Background: an optimization exercise with open tools, aiming at small area, a short achievable clock period and few clock cycles per item. Do not read the settings as production practice.
No run shown here included a check of the RTL's function; only the layout flow was run.

==> flow/design.v (outline; a module is shown in full before it is edited, if it fits) <==
// module sr_gen: 2707 lines
// module sr_fa: 10 lines
// module sr_x3: 8 lines
module sr_gen (
    input  wire        clk,
    input  wire        rst,
    input  wire        in_valid,
    output wire        in_ready,
    input  wire        in_load,
    input  wire [63:0] in_j,
    input  wire [63:0] in_s,
    input  wire [31:0] in_t,
    input  wire [47:0] in_x,
    output wire        out_valid,
    input  wire        out_ready,
    output wire [23:0] out_u
);
  // ...
==> flow/flow/run.sh <==
#!/bin/bash
# Layout: the standard flow (standard.sh) with the standard synthesis
# unchanged. After synthesis two things differ from the standard run:
#  - the port buffers are buf_2 cells instead of the delay cell that
#    buffer_ports picks by default (every port still gets its buffer);
#  - the delay cells (clkdlybuf4s*, dlygate*, dlymetal*) are added to the
#    platform's don't-use list, so the repair of slew, capacitance and long
#    wires uses plain buffers.
# Each tool's output goes to a log file of its own in this folder.
set -euo pipefail
bash standard.sh synth > synth.log 2>&1
FULL=$(make -s -C "$FLOW_HOME" DESIGN_CONFIG="$PWD/config.mk" WORK_HOME="$PWD/orfs" \
       print-DONT_USE_CELLS 2> print_dont_use.log | sed -n 's/^DONT_USE_CELLS: //p')
DU="$FULL"
for c in clkdlybuf4s15_1 clkdlybuf4s15_2 clkdlybuf4s18_1 clkdlybuf4s18_2 \
         clkdlybuf4s25_1 clkdlybuf4s25_2 clkdlybuf4s50_1 clkdlybuf4s50_2 \
         dlygate4sd1_1 dlygate4sd2_1 dlygate4sd3_1 \
         dlymetal6s2s_1 dlymetal6s4s_1 dlymetal6s6s_1; do
  DU="$DU sky130_fd_sc_hd__$c"
done
echo "DONT_USE_CELLS=$DU" > dont_use.txt
bash standard.sh "DONT_USE_CELLS=$DU" \
  "BUFFER_PORTS_ARGS=-buffer_cell sky130_fd_sc_hd__buf_2" finish > layout.log 2>&1
==> flow/standard.sh <==
#!/bin/bash
# synth_recipe.tcl (not shown) runs the flow's synth.tcl, then flattens the netlist and writes it again
# the make line also repeats each setting of config.mk as NAME=value (left out here)
make -C /OpenROAD-flow-scripts/flow DESIGN_CONFIG=/design/flow/config.mk WORK_HOME=/design/flow/orfs CLKGATE_MAP_FILE= SYNTH_SCRIPT=/design/flow/synth_recipe.tcl "${@:-finish}"
==> flow/config.mk <==
export PLATFORM = sky130hd
export DESIGN_NAME = sr_gen
export DESIGN_NICKNAME = sr_gen
export VERILOG_FILES = /design/flow/design.v
export SDC_FILE = /design/flow/constraint.sdc
export NUM_CORES = 4
export LEC_CHECK = 0
export CAP_MARGIN = 50
export CORE_MARGIN = 2
export CORE_UTILIZATION = 50
export PLACE_DENSITY = 0.65
export SETUP_SLACK_MARGIN = 0.4
export SLEW_MARGIN = 80
export SYNTH_HIERARCHICAL = 1
==> flow/constraint.sdc <==
create_clock -name core_clock -period 12.0 [get_ports {clk}]
set_input_delay 2.4000 -clock core_clock [delete_from_list [all_inputs] [get_ports {clk}]]
set_output_delay 2.4000 -clock core_clock [all_outputs]
set_load 0.01 [all_outputs]
==> report_table.html, run 1 <==
<table>
<tr><th>Metric</th><th>Value</th></tr>
<tr><th colspan="2">Die</th></tr>
<tr><td>Number of top-level pins</td><td>239</td></tr>
<tr><th colspan="2">Worst setup path</th></tr>
<tr><td>R2r startpoint</td><td>na2[6]</td></tr>
<tr><td>Delay contributed by the slowest stage of the critical path</td><td>0.47 ns</td></tr>
<tr><td>Sort of element at the end of the critical path</td><td>flip-flop</td></tr>
<tr><td>Worst Path Arrival</td><td>5.00 ns</td></tr>
<tr><th colspan="2">GRT</th></tr>
<tr><td>Global-route wire length before repair</td><td>288000 um</td></tr>
<tr><td>Vias in the first global route</td><td>42000</td></tr>
<tr><td>Largest net degree at the start of global routing</td><td>60</td></tr>
<tr><th colspan="2">Layout</th></tr>
<tr><td>Multi-input gate share of the layout cell area</td><td>0.604</td></tr>
<tr><td>Area occupied by registers</td><td>17700 um^2</td></tr>
<tr><td>Multi-input gate area in the final layout</td><td>41400 um^2</td></tr>
<tr><td>Register bank with the most flops</td><td>cs1</td></tr>
<tr><td>Net total in the final layout</td><td>6510</td></tr>
<tr><td>Non-clock buffer area fraction after layout</td><td>0.0566</td></tr>
<tr><td>Final cell count without fillers</td><td>6490</td></tr>
<tr><th colspan="2">Synthesis</th></tr>
<tr><td>Mux share of post-synthesis cell area</td><td>0.0210</td></tr>
<tr><td>Sequential fraction of the synthesis area</td><td>0.298</td></tr>
<tr><td>XOR/XNOR share of the synthesized area</td><td>0.0419</td></tr>
<tr><td>YS warnings</td><td>7</td></tr>
<tr><td>Most common cell in the synthesized netlist</td><td>sky130_fd_sc_hd__fa_1</td></tr>
<tr><td>Synth cell types</td><td>96</td></tr>
<tr><th colspan="2">Timing</th></tr>
<tr><td>Number of pins exceeding their max-slew limit in the final report</td><td>0</td></tr>
<tr><td>Final Cycle Share</td><td>0.369</td></tr>
<tr><td>Time the worst path needs with I/O delays and setup</td><td>4.43 ns</td></tr>
<tr><td>Total of endpoints with negative setup slack in the final report</td><td>0</td></tr>
<tr><td>Pin slew with the least headroom to its limit</td><td>0.353 ns</td></tr>
<tr><th colspan="2">Placement</th></tr>
<tr><td>Placed Instances</td><td>6302</td></tr>
<tr><th colspan="2">Clocking</th></tr>
<tr><td>Worst-case clock buffer depth</td><td>3</td></tr>
<tr><th colspan="2">Route</th></tr>
<tr><td>Routed length on met1</td><td>71900 um</td></tr>
<tr><td>Total wirelength of the detailed-routed design</td><td>200000 um</td></tr>
<tr><td>Post-DR wirelength/cell</td><td>30.8 um</td></tr>
<tr><th colspan="2">Status</th></tr>
<tr><td>Result of the run</td><td>complete, no violations</td></tr>
</table>
==> run 2: changes to the inputs <==
--- a/flow/design.v
+++ b/flow/design.v
@@ -2377,17 +2377,17 @@
     sr_fa tb_fatb_s1172 (.a(tb_s1168), .b(tb_c1149), .c(tb_c1150), .s(tb_s1172), .co(tb_c1172));
     wire tb_s1173, tb_c1173;
     sr_fa tb_fatb_s1173 (.a(tb_c1151), .b(tb_s1169), .c(tb_s1170), .s(tb_s1173), .co(tb_c1173));
     wire tb_s1174, tb_c1174;
     sr_fa tb_fatb_s1174 (.a(tb_s1171), .b(tb_c1152), .c(tb_s1172), .s(tb_s1174), .co(tb_c1174));
     wire tb_s1175, tb_c1175;
     sr_fa tb_fatb_s1175 (.a(tb_c1153), .b(tb_s1173), .c(tb_c1154), .s(tb_s1175), .co(tb_c1175));
     wire tb_s1176, tb_c1176;
-    sr_fa tb_fatb_s1176 (.a(tb_s1174), .b(tb_c1155), .c(tb_s1175), .s(tb_s1176), .co(tb_c1176));
+    sr_fa tb_fatb_s1176 (.a(cs2[0]), .b(cs2[1]), .c(cs2[2]), .s(tb_s1176), .co(tb_c1176));
     wire tb_s1177, tb_c1177;
     sr_fa tb_fatb_s1177 (.a(a2[59]), .b(a2[57]), .c(na2[53]), .s(tb_s1177), .co(tb_c1177));
     wire tb_s1178, tb_c1178;
     sr_fa tb_fatb_s1178 (.a(a2[49]), .b(na2[47]), .c(na2[45]), .s(tb_s1178), .co(tb_c1178));
     wire tb_s1179, tb_c1179;
     sr_fa tb_fatb_s1179 (.a(na2[42]), .b(na2[39]), .c(a2[36]), .s(tb_s1179), .co(tb_c1179));
     wire tb_s1180, tb_c1180;
     sr_fa tb_fatb_s1180 (.a(a2[34]), .b(na2[32]), .c(a2[30]), .s(tb_s1180), .co(tb_c1180));
@@ -2419,17 +2419,17 @@
     sr_fa tb_fatb_s1193 (.a(tb_c1170), .b(tb_s1189), .c(tb_c1171), .s(tb_s1193), .co(tb_c1193));
     wire tb_s1194, tb_c1194;
     sr_fa tb_fatb_s1194 (.a(tb_s1190), .b(tb_s1191), .c(tb_c1172), .s(tb_s1194), .co(tb_c1194));
     wire tb_s1195, tb_c1195;
     sr_fa tb_fatb_s1195 (.a(tb_c1173), .b(tb_s1192), .c(tb_s1193), .s(tb_s1195), .co(tb_c1195));
     wire tb_s1196, tb_c1196;
     sr_fa tb_fatb_s1196 (.a(tb_c1174), .b(tb_s1194), .c(tb_s1195), .s(tb_s1196), .co(tb_c1196));
     wire tb_s1197, tb_c1197;
-    sr_fa tb_fatb_s1197 (.a(cs2[0]), .b(cs2[1]), .c(cs2[2]), .s(tb_s1197), .co(tb_c1197));
+    sr_fa tb_fatb_s1197 (.a(cs2[3]), .b(cs2[4]), .c(tb_c1176), .s(tb_s1197), .co(tb_c1197));
     wire tb_s1198, tb_c1198;
     sr_fa tb_fatb_s1198 (.a(a2[60]), .b(a2[58]), .c(na2[54]), .s(tb_s1198), .co(tb_c1198));
     wire tb_s1199, tb_c1199;
     sr_fa tb_fatb_s1199 (.a(a2[50]), .b(na2[48]), .c(na2[46]), .s(tb_s1199), .co(tb_c1199));
     wire tb_s1200, tb_c1200;
     sr_fa tb_fatb_s1200 (.a(na2[43]), .b(na2[40]), .c(a2[37]), .s(tb_s1200), .co(tb_c1200));
     wire tb_s1201, tb_c1201;
     sr_fa tb_fatb_s1201 (.a(a2[35]), .b(na2[33]), .c(a2[31]), .s(tb_s1201), .co(tb_c1201));
@@ -2461,17 +2461,17 @@
     sr_fa tb_fatb_s1214 (.a(tb_c1190), .b(tb_c1191), .c(tb_s1210), .s(tb_s1214), .co(tb_c1214));
     wire tb_s1215, tb_c1215;
     sr_fa tb_fatb_s1215 (.a(tb_s1211), .b(tb_s1212), .c(tb_c1192), .s(tb_s1215), .co(tb_c1215));
     wire tb_s1216, tb_c1216;
     sr_fa tb_fatb_s1216 (.a(tb_s1213), .b(tb_c1193), .c(tb_s1214), .s(tb_s1216), .co(tb_c1216));
     wire tb_s1217, tb_c1217;
     sr_fa tb_fatb_s1217 (.a(tb_c1194), .b(tb_s1215), .c(tb_c1195), .s(tb_s1217), .co(tb_c1217));
     wire tb_s1218, tb_c1218;
-    sr_fa tb_fatb_s1218 (.a(tb_s1216), .b(tb_c1196), .c(tb_s1217), .s(tb_s1218), .co(tb_c1218));
+    sr_fa tb_fatb_s1218 (.a(cs2[5]), .b(cs2[6]), .c(cs2[7]), .s(tb_s1218), .co(tb_c1218));
     wire tb_s1219, tb_c1219;
     sr_fa tb_fatb_s1219 (.a(a2[61]), .b(a2[59]), .c(na2[55]), .s(tb_s1219), .co(tb_c1219));
     wire tb_s1220, tb_c1220;
     sr_fa tb_fatb_s1220 (.a(a2[51]), .b(na2[49]), .c(na2[47]), .s(tb_s1220), .co(tb_c1220));
     wire tb_s1221, tb_c1221;
     sr_fa tb_fatb_s1221 (.a(na2[44]), .b(na2[41]), .c(a2[38]), .s(tb_s1221), .co(tb_c1221));
     wire tb_s1222, tb_c1222;
     sr_fa tb_fatb_s1222 (.a(a2[36]), .b(na2[34]), .c(a2[32]), .s(tb_s1222), .co(tb_c1222));
@@ -2505,17 +2505,17 @@
     sr_fa tb_fatb_s1236 (.a(tb_c1212), .b(tb_s1232), .c(tb_s1233), .s(tb_s1236), .co(tb_c1236));
     wire tb_s1237, tb_c1237;
     sr_fa tb_fatb_s1237 (.a(tb_s1234), .b(tb_c1213), .c(tb_c1214), .s(tb_s1237), .co(tb_c1237));
     wire tb_s1238, tb_c1238;
     sr_fa tb_fatb_s1238 (.a(tb_s1235), .b(tb_s1236), .c(tb_c1215), .s(tb_s1238), .co(tb_c1238));
     wire tb_s1239, tb_c1239;
     sr_fa tb_fatb_s1239 (.a(tb_c1216), .b(tb_s1237), .c(tb_s1238), .s(tb_s1239), .co(tb_c1239));
     wire tb_s1240, tb_c1240;
-    sr_fa tb_fatb_s1240 (.a(cs2[3]), .b(cs2[4]), .c(cs2[5]), .s(tb_s1240), .co(tb_c1240));
+    sr_fa tb_fatb_s1240 (.a(cs2[8]), .b(cs2[9]), .c(tb_c1218), .s(tb_s1240), .co(tb_c1240));
     wire tb_s1241, tb_c1241;
     sr_fa tb_fatb_s1241 (.a(a2[62]), .b(a2[60]), .c(na2[56]), .s(tb_s1241), .co(tb_c1241));
     wire tb_s1242, tb_c1242;
     sr_fa tb_fatb_s1242 (.a(a2[52]), .b(na2[50]), .c(na2[48]), .s(tb_s1242), .co(tb_c1242));
     wire tb_s1243, tb_c1243;
     sr_fa tb_fatb_s1243 (.a(na2[45]), .b(na2[42]), .c(a2[39]), .s(tb_s1243), .co(tb_c1243));
     wire tb_s1244, tb_c1244;
     sr_fa tb_fatb_s1244 (.a(a2[37]), .b(na2[35]), .c(a2[33]), .s(tb_s1244), .co(tb_c1244));
@@ -2549,17 +2549,17 @@
     sr_fa tb_fatb_s1258 (.a(tb_c1233), .b(tb_s1254), .c(tb_c1234), .s(tb_s1258), .co(tb_c1258));
     wire tb_s1259, tb_c1259;
     sr_fa tb_fatb_s1259 (.a(tb_s1255), .b(tb_s1256), .c(tb_c1235), .s(tb_s1259), .co(tb_c1259));
     wire tb_s1260, tb_c1260;
     sr_fa tb_fatb_s1260 (.a(tb_s1257), .b(tb_c1236), .c(tb_s1258), .s(tb_s1260), .co(tb_c1260));
     wire tb_s1261, tb_c1261;
     sr_fa tb_fatb_s1261 (.a(tb_c1237), .b(tb_s1259), .c(tb_s1260), .s(tb_s1261), .co(tb_c1261));
     wire tb_s1262, tb_c1262;
-    sr_fa tb_fatb_s1262 (.a(tb_c1238), .b(tb_s1261), .c(tb_c1239), .s(tb_s1262), .co(tb_c1262));
+    sr_fa tb_fatb_s1262 (.a(cs2[10]), .b(cs2[11]), .c(cs2[12]), .s(tb_s1262), .co(tb_c1262));
     wire tb_s1263, tb_c1263;
     sr_fa tb_fatb_s1263 (.a(a2[63]), .b(a2[61]), .c(na2[57]), .s(tb_s1263), .co(tb_c1263));
     wire tb_s1264, tb_c1264;
     sr_fa tb_fatb_s1264 (.a(a2[53]), .b(na2[51]), .c(na2[49]), .s(tb_s1264), .co(tb_c1264));
     wire tb_s1265, tb_c1265;
     sr_fa tb_fatb_s1265 (.a(na2[46]), .b(na2[43]), .c(a2[40]), .s(tb_s1265), .co(tb_c1265));
     wire tb_s1266, tb_c1266;
     sr_fa tb_fatb_s1266 (.a(a2[38]), .b(na2[36]), .c(a2[34]), .s(tb_s1266), .co(tb_c1266));
@@ -2595,20 +2595,20 @@
     sr_fa tb_fatb_s1281 (.a(tb_c1256), .b(tb_s1277), .c(tb_s1278), .s(tb_s1281), .co(tb_c1281));
     wire tb_s1282, tb_c1282;
     sr_fa tb_fatb_s1282 (.a(tb_s1279), .b(tb_c1257), .c(tb_c1258), .s(tb_s1282), .co(tb_c1282));
     wire tb_s1283, tb_c1283;
     sr_fa tb_fatb_s1283 (.a(tb_s1280), .b(tb_s1281), .c(tb_c1259), .s(tb_s1283), .co(tb_c1283));
     wire tb_s1284, tb_c1284;
     sr_fa tb_fatb_s1284 (.a(tb_c1260), .b(tb_s1282), .c(tb_s1283), .s(tb_s1284), .co(tb_c1284));
     wire tb_s1285, tb_c1285;
-    sr_fa tb_fatb_s1285 (.a(cs2[6]), .b(cs2[7]), .c(cs2[8]), .s(tb_s1285), .co(tb_c1285));
-    reg  [112:0] cs2;
-    wire [112:0] cs2_d = {tb_s1262, tb_s1218, tb_s1176, tb_c1156, tb_s1156, tb_c1136, tb_s1136, tb_c1117, tb_s1117, tb_c1098, tb_s1098, tb_c1079, tb_s1079, tb_c1061, tb_s1061, tb_s1043, tb_c1026, tb_s1026, tb_c1009, tb_s1009, tb_c993, tb_s993, tb_c977, tb_s977, tb_c961, tb_s961, tb_c946, tb_s946, tb_c931, tb_s931, tb_s916, tb_c902, tb_s902, tb_c888, tb_s888, tb_s874, tb_c861, tb_s861, tb_c848, tb_s848, tb_s835, tb_c823, tb_s823, tb_c811, tb_s811, tb_c799, tb_s799, tb_s787, tb_c776, tb_s776, tb_c765, tb_s765, tb_c755, tb_s755, tb_c745, tb_s745, tb_s735, tb_c726, tb_s726, tb_c717, tb_s717, tb_c709, tb_s709, tb_s701, tb_c694, tb_s694, tb_s687, tb_c681, tb_s681, tb_c675, tb_s675, tb_c669, tb_s669, tb_c664, tb_s664, tb_c659, tb_s659, tb_c654, tb_s654, tb_c650, tb_s650, tb_c646, tb_s646, tb_c642, tb_s642, tb_c639, tb_s639, tb_c636, tb_s636, tb_c634, tb_s634, tb_s632, tb_c631, tb_s631, tb_c630, tb_s630, tb_c629, tb_s629, a2[5], a2[4], a2[3], a2[2], a2[1], a2[0], tb_c1262, tb_s1284, tb_c1261, tb_c1218, tb_s1239, tb_c1217, tb_c1176, tb_s1196, tb_c1175};
-    wire [63:0] pb_1286 = {tb_s1285, tb_c1240, tb_s1240, tb_c1197, tb_s1197, cs2[109], cs2[107], cs2[105], cs2[103], cs2[101], cs2[99], cs2[98], cs2[96], cs2[94], cs2[92], cs2[90], cs2[88], cs2[86], cs2[84], cs2[83], cs2[81], cs2[79], cs2[78], cs2[76], cs2[74], cs2[73], cs2[71], cs2[69], cs2[67], cs2[66], cs2[64], cs2[62], cs2[60], cs2[58], cs2[57], cs2[55], cs2[53], cs2[51], cs2[50], cs2[48], cs2[47], cs2[45], cs2[43], cs2[41], cs2[39], cs2[37], cs2[35], cs2[33], cs2[31], cs2[29], cs2[27], cs2[25], cs2[23], cs2[22], cs2[20], cs2[18], cs2[16], 1'b1, cs2[14], cs2[13], cs2[12], cs2[11], cs2[10], cs2[9]} + {1'b0, cs2[112], 1'b0, cs2[111], 1'b0, cs2[110], cs2[108], cs2[106], cs2[104], cs2[102], cs2[100], 1'b0, cs2[97], cs2[95], cs2[93], cs2[91], cs2[89], cs2[87], cs2[85], 1'b0, cs2[82], cs2[80], 1'b0, cs2[77], cs2[75], 1'b0, cs2[72], cs2[70], cs2[68], 1'b0, cs2[65], cs2[63], cs2[61], cs2[59], 1'b0, cs2[56], cs2[54], cs2[52], 1'b0, cs2[49], 1'b0, cs2[46], cs2[44], cs2[42], cs2[40], cs2[38], cs2[36], cs2[34], cs2[32], cs2[30], cs2[28], cs2[26], cs2[24], 1'b0, cs2[21], cs2[19], cs2[17], cs2[15], cs2[12], cs2[11], cs2[10], cs2[9], 1'b0, 1'b0};
+    sr_fa tb_fatb_s1285 (.a(cs2[13]), .b(cs2[14]), .c(tb_c1262), .s(tb_s1285), .co(tb_c1285));
+    reg  [115:0] cs2;
+    wire [115:0] cs2_d = {tb_c1156, tb_s1156, tb_c1136, tb_s1136, tb_c1117, tb_s1117, tb_c1098, tb_s1098, tb_c1079, tb_s1079, tb_c1061, tb_s1061, tb_s1043, tb_c1026, tb_s1026, tb_c1009, tb_s1009, tb_c993, tb_s993, tb_c977, tb_s977, tb_c961, tb_s961, tb_c946, tb_s946, tb_c931, tb_s931, tb_s916, tb_c902, tb_s902, tb_c888, tb_s888, tb_s874, tb_c861, tb_s861, tb_c848, tb_s848, tb_s835, tb_c823, tb_s823, tb_c811, tb_s811, tb_c799, tb_s799, tb_s787, tb_c776, tb_s776, tb_c765, tb_s765, tb_c755, tb_s755, tb_c745, tb_s745, tb_s735, tb_c726, tb_s726, tb_c717, tb_s717, tb_c709, tb_s709, tb_s701, tb_c694, tb_s694, tb_s687, tb_c681, tb_s681, tb_c675, tb_s675, tb_c669, tb_s669, tb_c664, tb_s664, tb_c659, tb_s659, tb_c654, tb_s654, tb_c650, tb_s650, tb_c646, tb_s646, tb_c642, tb_s642, tb_c639, tb_s639, tb_c636, tb_s636, tb_c634, tb_s634, tb_s632, tb_c631, tb_s631, tb_c630, tb_s630, tb_c629, tb_s629, a2[5], a2[4], a2[3], a2[2], a2[1], a2[0], tb_s1284, tb_c1261, tb_c1239, tb_s1261, tb_c1238, tb_s1239, tb_c1217, tb_s1217, tb_c1196, tb_s1216, tb_s1196, tb_c1175, tb_s1175, tb_c1155, tb_s1174};
+    wire [63:0] pb_1286 = {tb_s1285, tb_c1240, tb_s1240, tb_c1197, tb_s1197, cs2[115], cs2[113], cs2[111], cs2[109], cs2[107], cs2[105], cs2[104], cs2[102], cs2[100], cs2[98], cs2[96], cs2[94], cs2[92], cs2[90], cs2[89], cs2[87], cs2[85], cs2[84], cs2[82], cs2[80], cs2[79], cs2[77], cs2[75], cs2[73], cs2[72], cs2[70], cs2[68], cs2[66], cs2[64], cs2[63], cs2[61], cs2[59], cs2[57], cs2[56], cs2[54], cs2[53], cs2[51], cs2[49], cs2[47], cs2[45], cs2[43], cs2[41], cs2[39], cs2[37], cs2[35], cs2[33], cs2[31], cs2[29], cs2[28], cs2[26], cs2[24], cs2[22], 1'b1, cs2[20], cs2[19], cs2[18], cs2[17], cs2[16], cs2[15]} + {1'b0, tb_s1262, 1'b0, tb_s1218, 1'b0, tb_s1176, cs2[114], cs2[112], cs2[110], cs2[108], cs2[106], 1'b0, cs2[103], cs2[101], cs2[99], cs2[97], cs2[95], cs2[93], cs2[91], 1'b0, cs2[88], cs2[86], 1'b0, cs2[83], cs2[81], 1'b0, cs2[78], cs2[76], cs2[74], 1'b0, cs2[71], cs2[69], cs2[67], cs2[65], 1'b0, cs2[62], cs2[60], cs2[58], 1'b0, cs2[55], 1'b0, cs2[52], cs2[50], cs2[48], cs2[46], cs2[44], cs2[42], cs2[40], cs2[38], cs2[36], cs2[34], cs2[32], cs2[30], 1'b0, cs2[27], cs2[25], cs2[23], cs2[21], cs2[18], cs2[17], cs2[16], cs2[15], 1'b0, 1'b0};
     wire [63:0] m2 = {pb_1286[63], pb_1286[62], pb_1286[61], pb_1286[60], pb_1286[59], pb_1286[58], pb_1286[57], pb_1286[56], pb_1286[55], pb_1286[54], pb_1286[53], pb_1286[52], pb_1286[51], pb_1286[50], pb_1286[49], pb_1286[48], pb_1286[47], pb_1286[46], pb_1286[45], pb_1286[44], pb_1286[43], pb_1286[42], pb_1286[41], pb_1286[40], pb_1286[39], pb_1286[38], pb_1286[37], pb_1286[36], pb_1286[35], pb_1286[34], pb_1286[33], pb_1286[32], pb_1286[31], pb_1286[30], pb_1286[29], pb_1286[28], pb_1286[27], pb_1286[26], pb_1286[25], pb_1286[24], pb_1286[23], pb_1286[22], pb_1286[21], pb_1286[20], pb_1286[19], pb_1286[18], pb_1286[17], pb_1286[16], pb_1286[15], pb_1286[14], pb_1286[13], pb_1286[12], pb_1286[11], pb_1286[10], pb_1286[9], pb_1286[8], pb_1286[7], pb_1286[6], pb_1286[5], pb_1286[4], pb_1286[3], pb_1286[2], pb_1286[1], pb_1286[0]};
     wire [63:0] r = m2 ^ (m2 >> 32);
     reg         ov;
     reg  [23:0] ou;
     reg  [23:0] fifo [0:D-2];
     reg  [2:0]  wp, rp;
     reg  [D-2:0] fcnt;                  
     reg  [D-1:0] cnt;                   
@@ -2694,17 +2694,17 @@
         if (tload)
             t_hold <= in_t;
         a1  <= a1_d;
         na1 <= ~a1_d;
         cs1 <= cs1_d;
         a2  <= a2_d;
         na2 <= ~a2_d;
         cs2 <= cs2_d;
-        if (fpush)
+        if (push)                       
             fifo[wp] <= r[63:40];
         if (hfree)
             ou <= fempty ? r[63:40] : fifo[rp];
     end
 endmodule
 module sr_fa (
     input  wire a,
     input  wire b,
==> flow/config.mk (replaced) <==
export PLATFORM = sky130hd
export DESIGN_NAME = sr_gen
export DESIGN_NICKNAME = sr_gen
export VERILOG_FILES = /design/flow/design.v
export SDC_FILE = /design/flow/constraint.sdc
export NUM_CORES = 4
export LEC_CHECK = 0
export CAP_MARGIN = 30
export CORE_MARGIN = 2
export CORE_UTILIZATION = 50
export PLACE_DENSITY = 0.65
export SETUP_SLACK_MARGIN = 0.4
export SLEW_MARGIN = 60
export SYNTH_HIERARCHICAL = 1
==> run 2 against run 1 <==
Non-clock buffer count shrank 277. Count of clock-buffer cells in the layout shrank 1. Hold slack lost 0.0083 ns. Cell count shrank 5.3%. Sequential share of layout area grew 1.4 points. Flip-flop and latch count grew 3. Still clean.
==> report_table.html, run 2 <==
<table>
<tr><th>Metric</th><th>Value</th></tr>
<tr><th colspan="2">Die</th></tr>
<tr><td>Number of top-level pins</td><td>239 (unchanged)</td></tr>
<tr><td>Die X</td><td>341 um (was 342 um)</td></tr>
<tr><td>Count of standard-cell rows</td><td>123 (was 124)</td></tr>
<tr><td>Initial Util</td><td>0.504 (was 0.502)</td></tr>
<tr><td>Die height</td><td>341 um (was 342 um)</td></tr>
<tr><td>CORE AREA</td><td>112000 um^2 (was 114000 um^2)</td></tr>
<tr><td>Overall die area</td><td>116000 um^2 (was 117000 um^2)</td></tr>
<tr><th colspan="2">Worst setup path</th></tr>
<tr><td>Register-to-register path setup slack</td><td>7.54 ns (was 7.57 ns)</td></tr>
<tr><td>Worst Path Arrival</td><td>4.99 ns (was 5.00 ns)</td></tr>
<tr><td>Sort of element at the end of the critical path</td><td>flip-flop (unchanged)</td></tr>
<tr><td>Critical path fanouts, max</td><td>6 (unchanged)</td></tr>
<tr><td>Type of the worst setup path</td><td>flip-flop to flip-flop (unchanged)</td></tr>
<tr><td>Worst R2R Path Depth</td><td>8 (was 11)</td></tr>
<tr><td>Required time worst endpoint</td><td>12.53 ns (was 12.57 ns)</td></tr>
<tr><td>Critical path startpoint category</td><td>flip-flop (unchanged)</td></tr>
<tr><th colspan="2">Layout</th></tr>
<tr><td>Most common cell after layout, fill and taps aside</td><td>sky130_fd_sc_hd__fa_1 (unchanged)</td></tr>
<tr><td>Layout Utilization</td><td>0.564 (was 0.601)</td></tr>
<tr><td>Layout overhead on the synthesized area</td><td>11.9% (was 19.8%)</td></tr>
<tr><td>Max FFs per register</td><td>127 (unchanged)</td></tr>
<tr><td>Net total in the final layout</td><td>6176 (was 6510)</td></tr>
<tr><td>Register bank with the most flops</td><td>cs1 (unchanged)</td></tr>
<tr><td>Commonest non-fill, non-tap cells in the layout</td><td>1263 x sky130_fd_sc_hd__fa_1, 455 x sky130_fd_sc_hd__dfxtp_1, 299 x sky130_fd_sc_hd__buf_2 (was 1257 x sky130_fd_sc_hd__fa_1, 397 x sky130_fd_sc_hd__buf_2, 321 x sky130_fd_sc_hd__dfxtp_1)</td></tr>
<tr><td>Share of post-route cells with drive strength above 1</td><td>0.160 (was 0.282)</td></tr>
<tr><td>Area occupied by registers</td><td>17300 um^2 (was 17700 um^2)</td></tr>
<tr><td>Multi-input gate area in the final layout</td><td>38800 um^2 (was 41400 um^2)</td></tr>
<tr><td>Fill count</td><td>9192 (was 8878)</td></tr>
<tr><td>Registers with the highest flip-flop counts</td><td>cs1 (127), fifo (120), cs2 (116) (was cs1 (127), fifo (120), cs2 (113))</td></tr>
<tr><td>Final Instance Area</td><td>63500 um^2 (was 68500 um^2)</td></tr>
<tr><th colspan="2">Placement</th></tr>
<tr><td>Final RePlAce weighted congestion</td><td>1.04 (about the same)</td></tr>
<tr><td>DP Worst Slack</td><td>7.10 ns (was 7.34 ns)</td></tr>
<tr><td>Buffers on Ports</td><td>238 (unchanged)</td></tr>
<tr><td>Placed wire-length estimate after detailed placement</td><td>157000 um (was 164000 um)</td></tr>
<tr><td>Post-place instance area</td><td>60400 um^2 (was 65000 um^2)</td></tr>
<tr><th colspan="2">GRT</th></tr>
<tr><td>Largest net degree at the start of global routing</td><td>74 (was 60)</td></tr>
<tr><td>Most congested layer reported by global routing</td><td>met2 (unchanged)</td></tr>
<tr><td>Met2 GRT Util</td><td>0.544 (was 0.548)</td></tr>
<tr><td>GRT met3 Usage</td><td>0.0904 (was 0.0990)</td></tr>
<tr><td>Fraction of met1 tracks used by global routing</td><td>0.440 (was 0.441)</td></tr>
<tr><td>GRT Residual Overflow</td><td>0 (unchanged)</td></tr>
<tr><td>Antenna violations before repair</td><td>8 (was 4)</td></tr>
<tr><td>Vias in the first global route</td><td>40800 (was 42000)</td></tr>
<tr><td>GR Util All Layers</td><td>0.346 (was 0.348)</td></tr>
<tr><td>Global-route wire length before repair</td><td>282000 um (was 288000 um)</td></tr>
<tr><th colspan="2">Synthesis</th></tr>
<tr><td>Cell Area, Synth</td><td>56700 um^2 (was 57100 um^2)</td></tr>
<tr><td>Synthesized netlist cell count</td><td>4284 (was 4344)</td></tr>
<tr><td>Share of the synthesized area in the top cell type</td><td>0.446 (was 0.443)</td></tr>
<tr><td>Sequential fraction of the synthesis area</td><td>0.301 (was 0.298)</td></tr>
<tr><td>Predominant post-synthesis flop cell</td><td>sky130_fd_sc_hd__dfxtp_1 (unchanged)</td></tr>
<tr><td>Number of synthesized register bits</td><td>764 (was 761)</td></tr>
<tr><td>Synth top cells by count</td><td>1263 x sky130_fd_sc_hd__fa_1, 584 x sky130_fd_sc_hd__dfxtp_1, 262 x sky130_fd_sc_hd__nor2_1 (was 1263 x sky130_fd_sc_hd__fa_1, 581 x sky130_fd_sc_hd__dfxtp_1, 254 x sky130_fd_sc_hd__nor2_1)</td></tr>
<tr><td>Post-Syn Area per Cell</td><td>13.2 um^2 (about the same)</td></tr>
<tr><td>Number of flops mapped to enable cells by yosys</td><td>180 (unchanged)</td></tr>
<tr><td>Post-synthesis net count</td><td>5890 (was 5950)</td></tr>
<tr><td>Most common cell in the synthesized netlist</td><td>sky130_fd_sc_hd__fa_1 (unchanged)</td></tr>
<tr><td>Largest area contributor in the netlist</td><td>sky130_fd_sc_hd__fa_1 (unchanged)</td></tr>
<tr><td>Async S/R FF share, synth</td><td>0 (unchanged)</td></tr>
<tr><td>Cell types occupying the most area after synthesis</td><td>sky130_fd_sc_hd__fa_1 45%, sky130_fd_sc_hd__dfxtp_1 21%, sky130_fd_sc_hd__edfxtp_1 9.5%, sky130_fd_sc_hd__ha_1 2.9%, sky130_fd_sc_hd__xnor2_1 2.5% (was sky130_fd_sc_hd__fa_1 44%, sky130_fd_sc_hd__dfxtp_1 20%, sky130_fd_sc_hd__edfxtp_1 9.5%, sky130_fd_sc_hd__ha_1 2.8%, sky130_fd_sc_hd__xnor2_1 2.3%)</td></tr>
<tr><td>YS warnings</td><td>7 (unchanged)</td></tr>
<tr><td>Synth cell types</td><td>84 (was 96)</td></tr>
<tr><th colspan="2">Route</th></tr>
<tr><td>1st-pass router iterations</td><td>6 (unchanged)</td></tr>
<tr><td>Violation count after the first detailed-route iteration</td><td>4544 (was 4539)</td></tr>
<tr><td>Routed vias</td><td>37900 (was 39500)</td></tr>
<tr><td>Total wirelength of the detailed-routed design</td><td>197000 um (was 200000 um)</td></tr>
<tr><td>Number of nets with antenna violations after routing</td><td>0 (unchanged)</td></tr>
<tr><td>Post-route DRC</td><td>0 (unchanged)</td></tr>
<tr><td>Detail-routed via count per cell</td><td>6.16 (was 6.08)</td></tr>
<tr><td>Post-DR wirelength/cell</td><td>32.0 um (was 30.8 um)</td></tr>
<tr><th colspan="2">Clocking</th></tr>
<tr><td>H-tree level count</td><td>3 (unchanged)</td></tr>
<tr><td>Total clock buffers created by CTS</td><td>84 (was 83)</td></tr>
<tr><td>Num Clock Sinks</td><td>764 (was 761)</td></tr>
<tr><td>Worst-case clock buffer depth</td><td>3 (unchanged)</td></tr>
<tr><td>Clock network latency to the later pin of the worst-skew pair</td><td>0.71 ns (was 0.69 ns)</td></tr>
<tr><td>Cell chosen for the clock root</td><td>sky130_fd_sc_hd__clkbuf_16 (unchanged)</td></tr>
<tr><td>Number of post-CTS setup repair buffers</td><td>0 (unchanged)</td></tr>
<tr><td>Quantity of gates resized following cts</td><td>0 (unchanged)</td></tr>
<tr><td>CTS tree</td><td>built (unchanged)</td></tr>
<tr><td>Cts-stage hold buffer count</td><td>0 (unchanged)</td></tr>
<tr><td>Clk pin slew, worst setup/hold paths</td><td>0.06 ns (about the same)</td></tr>
<tr><th colspan="2">Timing</th></tr>
<tr><td>Final Cycle Share</td><td>0.372 (was 0.369)</td></tr>
<tr><td>Relative slew margins</td><td>0.578 (was 0.765)</td></tr>
<tr><td>Clock tree skew after final layout</td><td>0.0747 ns (was 0.0425 ns)</td></tr>
<tr><td>Total of endpoints with negative setup slack in the final report</td><td>0 (unchanged)</td></tr>
<tr><td>Count of endpoints failing hold in the final timing report</td><td>0 (unchanged)</td></tr>
<tr><td>Time the worst path needs with I/O delays and setup</td><td>4.46 ns (was 4.43 ns)</td></tr>
<tr><td>Pin slew with the least headroom to its limit</td><td>0.633 ns (was 0.353 ns)</td></tr>
<tr><td>Number of pins exceeding their max-slew limit in the final report</td><td>0 (unchanged)</td></tr>
<tr><td>F_max</td><td>224 MHz (was 226 MHz)</td></tr>
<tr><td>Worst path setup slack after routing</td><td>7.54 ns (was 7.57 ns)</td></tr>
<tr><td>Setup repair after global routing missed its margin</td><td>false (unchanged)</td></tr>
<tr><td>Post-Route Setup TNS</td><td>0 ns (unchanged)</td></tr>
<tr><th colspan="2">Hold path</th></tr>
<tr><td>Hold Crit Class</td><td>flip-flop to flip-flop (unchanged)</td></tr>
<tr><td>Hold depth</td><td>0 (unchanged)</td></tr>
<tr><th colspan="2">Run</th></tr>
<tr><td># Max-Cap Violations</td><td>0 (unchanged)</td></tr>
<tr><th colspan="2">Status</th></tr>
<tr><td>Result of the run</td><td>complete, no violations (unchanged)</td></tr>
</table>
-- run 2: cell types whose count changed in the layout (fill, tap and decap cells not counted), moves of 22 or more --
cell / change
sky130_fd_sc_hd__ha_1: +55
sky130_fd_sc_hd__buf_8: -28
sky130_fd_sc_hd__dfxtp_1: +134
sky130_fd_sc_hd__buf_2: -98
sky130_fd_sc_hd__dfxtp_4: -127
sky130_fd_sc_hd__ha_2: -53
sky130_fd_sc_hd__buf_1: -23
sky130_fd_sc_hd__nor2_1: +27
sky130_fd_sc_hd__a21oi_1: +36
sky130_fd_sc_hd__o21ai_0: +40
sky130_fd_sc_hd__xnor2_1: +30
sky130_fd_sc_hd__a21oi_2: -27
sky130_fd_sc_hd__buf_4: -95
sky130_fd_sc_hd__xnor2_2: -22
-- run 2: kinds of logic after synthesis --
kind of cell    synth area share
compound gates            0.0836
mux                       0.0209
xor+xnor                  0.0431
fa+ha+maj                  0.474
buf+inv                   0.0244
simple gates              0.0522
flops                      0.301
-- run 2: per-layer routing --
metal  share of wire  routed length (um)  up-vias
li1                -                   -    14900
met1            0.36               70800    19800
met2            0.46               91100     2489
met3            0.11               21100      606
met4           0.069               13600        2
met5        0.000066                  13        -
-- run 2: through the flow --
step	hold slack, ns	std cells
floorplan	0.400	4284
global placement	0.408	5978
detailed placement	0.421	5981
CTS	0.420	6137
global route	0.440	6140
finish	0.411	6144
-- run 2: Yosys stat by module (local to each module, per instance) --
module | area [um^2] | cells
sr_gen | 31500 | 3022
sr_fa | 20.0 | 1
-- run 2: worst max-delay path, stage by stage (launching register included) --
cell and delay [ns]:
sky130_fd_sc_hd__dfxtp_1 0.62, sky130_fd_sc_hd__buf_2 0.47, sky130_fd_sc_hd__fa_1 0.50, sky130_fd_sc_hd__fa_1 0.44, sky130_fd_sc_hd__fa_1 0.44, sky130_fd_sc_hd__fa_1 0.53
sky130_fd_sc_hd__fa_1 0.42, sky130_fd_sc_hd__fa_1 0.41, sky130_fd_sc_hd__fa_1 0.45
-- run 2: path summary, 6_finish.rpt --
path,end,startpoint
worst max-delay path,cs2[104],na2[2]
worst min-delay path,k4,k3
worst max register to register,cs2[104],na2[2]
worst min register to register,k4,k3
-- run 2: cell type report --
class	instances	share of cell area
clock buffer	108	0.0364
sequential	764	0.272
multi-input combinational	3154	0.611
timing repair buffer	337	0.0275
tap	1500	0.0296
clock inverter	48	0.00950
inverter	229	0.0136
antenna	4	0.000158
==> run 3: changes to the inputs <==
--- a/flow/config.mk
+++ b/flow/config.mk
@@ -5,10 +5,11 @@
 export SDC_FILE = /design/flow/constraint.sdc
 export NUM_CORES = 4
 export LEC_CHECK = 0
-export CAP_MARGIN = 30
+export CAP_MARGIN = 40
 export CORE_MARGIN = 2
 export CORE_UTILIZATION = 50
+export GPL_ROUTABILITY_DRIVEN = 0
 export PLACE_DENSITY = 0.65
 export SETUP_SLACK_MARGIN = 0.4
-export SLEW_MARGIN = 60
+export SLEW_MARGIN = 70
 export SYNTH_HIERARCHICAL = 1
==> run 3 against run 2 <==
Still clean. Flip-flop and latch count stayed put. Critical path depth stayed put. Final area is 1.1% higher.
==> report_table.html, run 3 <==
<table>
<tr><th>Metric</th><th>Value</th></tr>
<tr><th colspan="2">Status</th></tr>
<tr><td>Result of the run</td><td>complete, no violations (unchanged)</td></tr>
<tr><th colspan="2">Synthesis</th></tr>
<tr><td>Number of flops mapped to enable cells by yosys</td><td>180 (unchanged)</td></tr>
<tr><td>Synthesized netlist cell count</td><td>4284 (unchanged)</td></tr>
<tr><td>Async S/R FF share, synth</td><td>0 (unchanged)</td></tr>
<tr><td>Cell types occupying the most area after synthesis</td><td>sky130_fd_sc_hd__fa_1 45%, sky130_fd_sc_hd__dfxtp_1 21%, sky130_fd_sc_hd__edfxtp_1 9.5%, sky130_fd_sc_hd__ha_1 2.9%, sky130_fd_sc_hd__xnor2_1 2.5% (unchanged)</td></tr>
<tr><td>YS warnings</td><td>7 (unchanged)</td></tr>
<tr><td>Synth cell types</td><td>84 (unchanged)</td></tr>
<tr><td>Sequential fraction of the synthesis area</td><td>0.301 (unchanged)</td></tr>
<tr><td>Post-Syn Area per Cell</td><td>13.2 um^2 (unchanged)</td></tr>
<tr><td>Number of synthesized register bits</td><td>764 (unchanged)</td></tr>
<tr><td>Largest area contributor in the netlist</td><td>sky130_fd_sc_hd__fa_1 (unchanged)</td></tr>
<tr><td>Most common cell in the synthesized netlist</td><td>sky130_fd_sc_hd__fa_1 (unchanged)</td></tr>
<tr><td>Post-synthesis net count</td><td>5890 (unchanged)</td></tr>
<tr><td>Synth top cells by count</td><td>1263 x sky130_fd_sc_hd__fa_1, 584 x sky130_fd_sc_hd__dfxtp_1, 262 x sky130_fd_sc_hd__nor2_1 (unchanged)</td></tr>
<tr><td>Predominant post-synthesis flop cell</td><td>sky130_fd_sc_hd__dfxtp_1 (unchanged)</td></tr>
<tr><td>Cell Area, Synth</td><td>56700 um^2 (unchanged)</td></tr>
<tr><td>Share of the synthesized area in the top cell type</td><td>0.446 (unchanged)</td></tr>
<tr><th colspan="2">Clocking</th></tr>
<tr><td>Clk pin slew, worst setup/hold paths</td><td>0.06 ns (about the same)</td></tr>
<tr><td>Total clock buffers created by CTS</td><td>82 (was 84)</td></tr>
<tr><td>Cts-stage hold buffer count</td><td>0 (unchanged)</td></tr>
<tr><td>H-tree level count</td><td>3 (unchanged)</td></tr>
<tr><td>CTS tree</td><td>built (unchanged)</td></tr>
<tr><td>Clock network latency to the later pin of the worst-skew pair</td><td>0.68 ns (was 0.71 ns)</td></tr>
<tr><td>Worst-case clock buffer depth</td><td>3 (unchanged)</td></tr>
<tr><td>Num Clock Sinks</td><td>764 (unchanged)</td></tr>
<tr><td>Number of post-CTS setup repair buffers</td><td>0 (unchanged)</td></tr>
<tr><td>Quantity of gates resized following cts</td><td>0 (unchanged)</td></tr>
<tr><td>Cell chosen for the clock root</td><td>sky130_fd_sc_hd__clkbuf_16 (unchanged)</td></tr>
<tr><th colspan="2">Die</th></tr>
<tr><td>Number of top-level pins</td><td>239 (unchanged)</td></tr>
<tr><td>Overall die area</td><td>116000 um^2 (unchanged)</td></tr>
<tr><td>Count of standard-cell rows</td><td>123 (unchanged)</td></tr>
<tr><td>Initial Util</td><td>0.504 (unchanged)</td></tr>
<tr><td>Die X</td><td>341 um (unchanged)</td></tr>
<tr><td>CORE AREA</td><td>112000 um^2 (unchanged)</td></tr>
<tr><td>Die height</td><td>341 um (unchanged)</td></tr>
<tr><th colspan="2">Timing</th></tr>
<tr><td>Setup repair after global routing missed its margin</td><td>false (unchanged)</td></tr>
<tr><td>F_max</td><td>229 MHz (was 224 MHz)</td></tr>
<tr><td>Post-Route Setup TNS</td><td>0 ns (unchanged)</td></tr>
<tr><td>Clock tree skew after final layout</td><td>0.0338 ns (was 0.0747 ns)</td></tr>
<tr><td>Relative slew margins</td><td>0.665 (was 0.578)</td></tr>
<tr><td>Pin slew with the least headroom to its limit</td><td>0.502 ns (was 0.633 ns)</td></tr>
<tr><td>Final Cycle Share</td><td>0.364 (was 0.372)</td></tr>
<tr><td>Total of endpoints with negative setup slack in the final report</td><td>0 (unchanged)</td></tr>
<tr><td>Number of pins exceeding their max-slew limit in the final report</td><td>0 (unchanged)</td></tr>
<tr><td>Worst path setup slack after routing</td><td>7.63 ns (was 7.54 ns)</td></tr>
<tr><td>Count of endpoints failing hold in the final timing report</td><td>0 (unchanged)</td></tr>
<tr><td>Time the worst path needs with I/O delays and setup</td><td>4.37 ns (was 4.46 ns)</td></tr>
<tr><th colspan="2">Layout</th></tr>
<tr><td>Most common cell after layout, fill and taps aside</td><td>sky130_fd_sc_hd__fa_1 (unchanged)</td></tr>
<tr><td>Net total in the final layout</td><td>6199 (was 6176)</td></tr>
<tr><td>Fill count</td><td>8992 (was 9192)</td></tr>
<tr><td>Layout overhead on the synthesized area</td><td>13.2% (was 11.9%)</td></tr>
<tr><td>Max FFs per register</td><td>127 (unchanged)</td></tr>
<tr><td>Share of post-route cells with drive strength above 1</td><td>0.186 (was 0.160)</td></tr>
<tr><td>Registers with the highest flip-flop counts</td><td>cs1 (127), fifo (120), cs2 (116) (unchanged)</td></tr>
<tr><td>Commonest non-fill, non-tap cells in the layout</td><td>1260 x sky130_fd_sc_hd__fa_1, 410 x sky130_fd_sc_hd__dfxtp_1, 312 x sky130_fd_sc_hd__buf_2 (was 1263 x sky130_fd_sc_hd__fa_1, 455 x sky130_fd_sc_hd__dfxtp_1, 299 x sky130_fd_sc_hd__buf_2)</td></tr>
<tr><td>Layout Utilization</td><td>0.571 (was 0.564)</td></tr>
<tr><td>Register bank with the most flops</td><td>cs1 (unchanged)</td></tr>
<tr><th colspan="2">Worst setup path</th></tr>
<tr><td>Type of the worst setup path</td><td>flip-flop to flip-flop (unchanged)</td></tr>
<tr><td>Crit path cell chain</td><td>buf_2 &gt; fa_1 &gt; fa_1 &gt; fa_1 &gt; fa_1 &gt; fa_1 &gt; fa_1 &gt; fa_1 (unchanged)</td></tr>
<tr><td>R2r startpoint</td><td>a2[16] (was na2[2])</td></tr>
<tr><td>Required time worst endpoint</td><td>12.53 ns (about the same)</td></tr>
<tr><td>Register-to-register path setup slack</td><td>7.63 ns (was 7.54 ns)</td></tr>
<tr><td>Worst R2R Path Depth</td><td>8 (unchanged)</td></tr>
<tr><td>Cell with the largest stage delay on the worst path</td><td>sky130_fd_sc_hd__dfxtp_1 (unchanged)</td></tr>
<tr><td>Critical path startpoint category</td><td>flip-flop (unchanged)</td></tr>
<tr><td>Most numerous cell on the critical path</td><td>sky130_fd_sc_hd__fa_1 (unchanged)</td></tr>
<tr><td>Delay contributed by the slowest stage of the critical path</td><td>0.57 ns (was 0.62 ns)</td></tr>
<tr><td>Critical path fanouts, max</td><td>7 (was 6)</td></tr>
<tr><td>Worst Path Arrival</td><td>4.90 ns (was 4.99 ns)</td></tr>
<tr><td>Sort of element at the end of the critical path</td><td>flip-flop (unchanged)</td></tr>
<tr><td>Worst R2R End</td><td>cs2[89] (was cs2[104])</td></tr>
<tr><th colspan="2">Hold path</th></tr>
<tr><td>Hold Crit Class</td><td>flip-flop to flip-flop (unchanged)</td></tr>
<tr><td>Critical hold path startpoint</td><td>k2 (was k3)</td></tr>
<tr><td>Hold depth</td><td>0 (unchanged)</td></tr>
<tr><td>Sink of the worst hold path</td><td>k3 (was k4)</td></tr>
<tr><th colspan="2">Route</th></tr>
<tr><td>Detail-routed via count per cell</td><td>6.15 (was 6.16)</td></tr>
<tr><td>Post-DR wirelength/cell</td><td>31.2 um (was 32.0 um)</td></tr>
<tr><td>Routed vias</td><td>37900 (about the same)</td></tr>
<tr><td>Number of nets with antenna violations after routing</td><td>0 (unchanged)</td></tr>
<tr><td>Violation count after the first detailed-route iteration</td><td>4530 (was 4544)</td></tr>
<tr><td>1st-pass router iterations</td><td>6 (unchanged)</td></tr>
<tr><td>Total wirelength of the detailed-routed design</td><td>192000 um (was 197000 um)</td></tr>
<tr><td>Post-route DRC</td><td>0 (unchanged)</td></tr>
<tr><th colspan="2">Placement</th></tr>
<tr><td>Buffers on Ports</td><td>238 (unchanged)</td></tr>
<tr><td>DP Worst Slack</td><td>7.53 ns (was 7.10 ns)</td></tr>
<tr><td>Placed wire-length estimate after detailed placement</td><td>155000 um (was 157000 um)</td></tr>
<tr><th colspan="2">GRT</th></tr>
<tr><td>GR Util All Layers</td><td>0.338 (was 0.346)</td></tr>
<tr><td>Largest net degree at the start of global routing</td><td>73 (was 74)</td></tr>
<tr><td>GRT Residual Overflow</td><td>0 (unchanged)</td></tr>
<tr><td>Vias in the first global route</td><td>41000 (was 40800)</td></tr>
<tr><td>Antenna violations before repair</td><td>12 (was 8)</td></tr>
<tr><td>Global-route wire length before repair</td><td>277000 um (was 282000 um)</td></tr>
<tr><th colspan="2">Run</th></tr>
<tr><td># Max-Cap Violations</td><td>0 (unchanged)</td></tr>
</table>
run 3: cell counts after synthesis:
Identical to the previous run, type by type.
run 3: cells by family after synthesis:
| kind of cell | after synthesis | synth area share |
|---|---|---|
| AO/OA/AOI/OAI | 751 | 0.0836 |
| XOR/XNOR | 267 | 0.0431 |
| adder cells (fa/ha/maj) | 1393 | 0.474 |
| buffers and inverters | 366 | 0.0244 |
| flip-flops | 764 | 0.301 |
| multiplexers | 86 | 0.0209 |
| AND/OR/NAND/NOR | 657 | 0.0522 |
run 3: worst max path at each step:
stage                         start  endpoint  slack, ns
after floorplan           out_ready   fcnt[1]       7.53
after global placement      in_load   key[16]       6.65
after detailed placement    in_load   key[11]       7.53
after CTS                    a2[11]  cs2[104]       7.58
after global routing         a2[16]   cs2[89]       7.54
final                        a2[16]   cs2[89]       7.63
run 3: cell type report:
type                    count  area, um^2  area share
multi-input cells        3154       39200       0.611
flip-flops and latches    764       17500       0.272
clock buffers             112        2330      0.0362
repair buffers            362        2000      0.0311
well taps                1500        1880      0.0292
inverters                 229         863      0.0134
clock inverters            41         429     0.00669
diodes                      1        2.50   0.0000390
run 3: through the flow:
step	hold slack (ns)	instances	cell area, um^2
6_report	0.428	6163	64200
2_1_floorplan	0.400	4284	56700
3_5_place_dp	0.414	6007	61100
4_1_cts	0.429	6160	63900
3_3_place_gp	0.406	5979	59700
5_1_grt	0.441	6162	64200
run 3: routing by layer:
metal,track usage,share of wire,vias to the layer above,routed length (um)
met5,0,0.00030,-,57
met4,0.209,0.078,10,15000
met3,0.118,0.13,721,24300
met2,0.520,0.45,2605,86700
met1,0.412,0.34,19600,66100
li1,-,-,15000,-
run 3: worst max-delay path, delay by kind of cell (launching register included):
| kind | cells | cell delay, ns |
|---|---|---|
| adders and majority gates | 7 | 3.15 |
| DFF | 1 | 0.57 |
| buffers and inverters | 1 | 0.49 |
run 3: per-module statistics from Yosys, one instance, submodules excluded:
module / cells inside / times used
sr_gen: 3022 / 1
sr_fa: 1 / 1262

[re-timing with driven ports]
The results above use ideal ports. As a check the final layouts listed here were re-extracted and re-timed, cells and wires unchanged.
Step 1: set_driving_cell puts a clkbuf_16 on clk and a buf_2 on each other input, an assumption about the parent block.
Step 2, shift: input delay + t, output delay - t, t = (earliest + latest rising clock arrival at the registers) / 2. This alone moves slack from input paths to output paths.
Three values: ideal, step 1, step 2; two values: the first two.
run	shift t [ns]	slack for setup (ns)	worst hold slack (ns)	latest minus earliest clock arrival (ns)	worst register clock-pin slew, ns
run 1	0.744	7.570 / 7.570 / 7.277	0.420 / 0.420 / 0.420	0.050 / 0.050	0.07 / 0.07
run 2	0.748	7.536 / 7.536 / 7.252	0.411 / 0.411 / 0.411	0.075 / 0.075	0.07 / 0.07
run 3	0.736	7.631 / 7.631 / 7.398	0.428 / 0.428 / 0.428	0.036 / 0.036	0.07 / 0.07
After both steps every run listed still meets setup and hold. The setup slack of run 1, which loses most, moves by 0.000 ns with the drivers and by -0.293 ns with both steps.
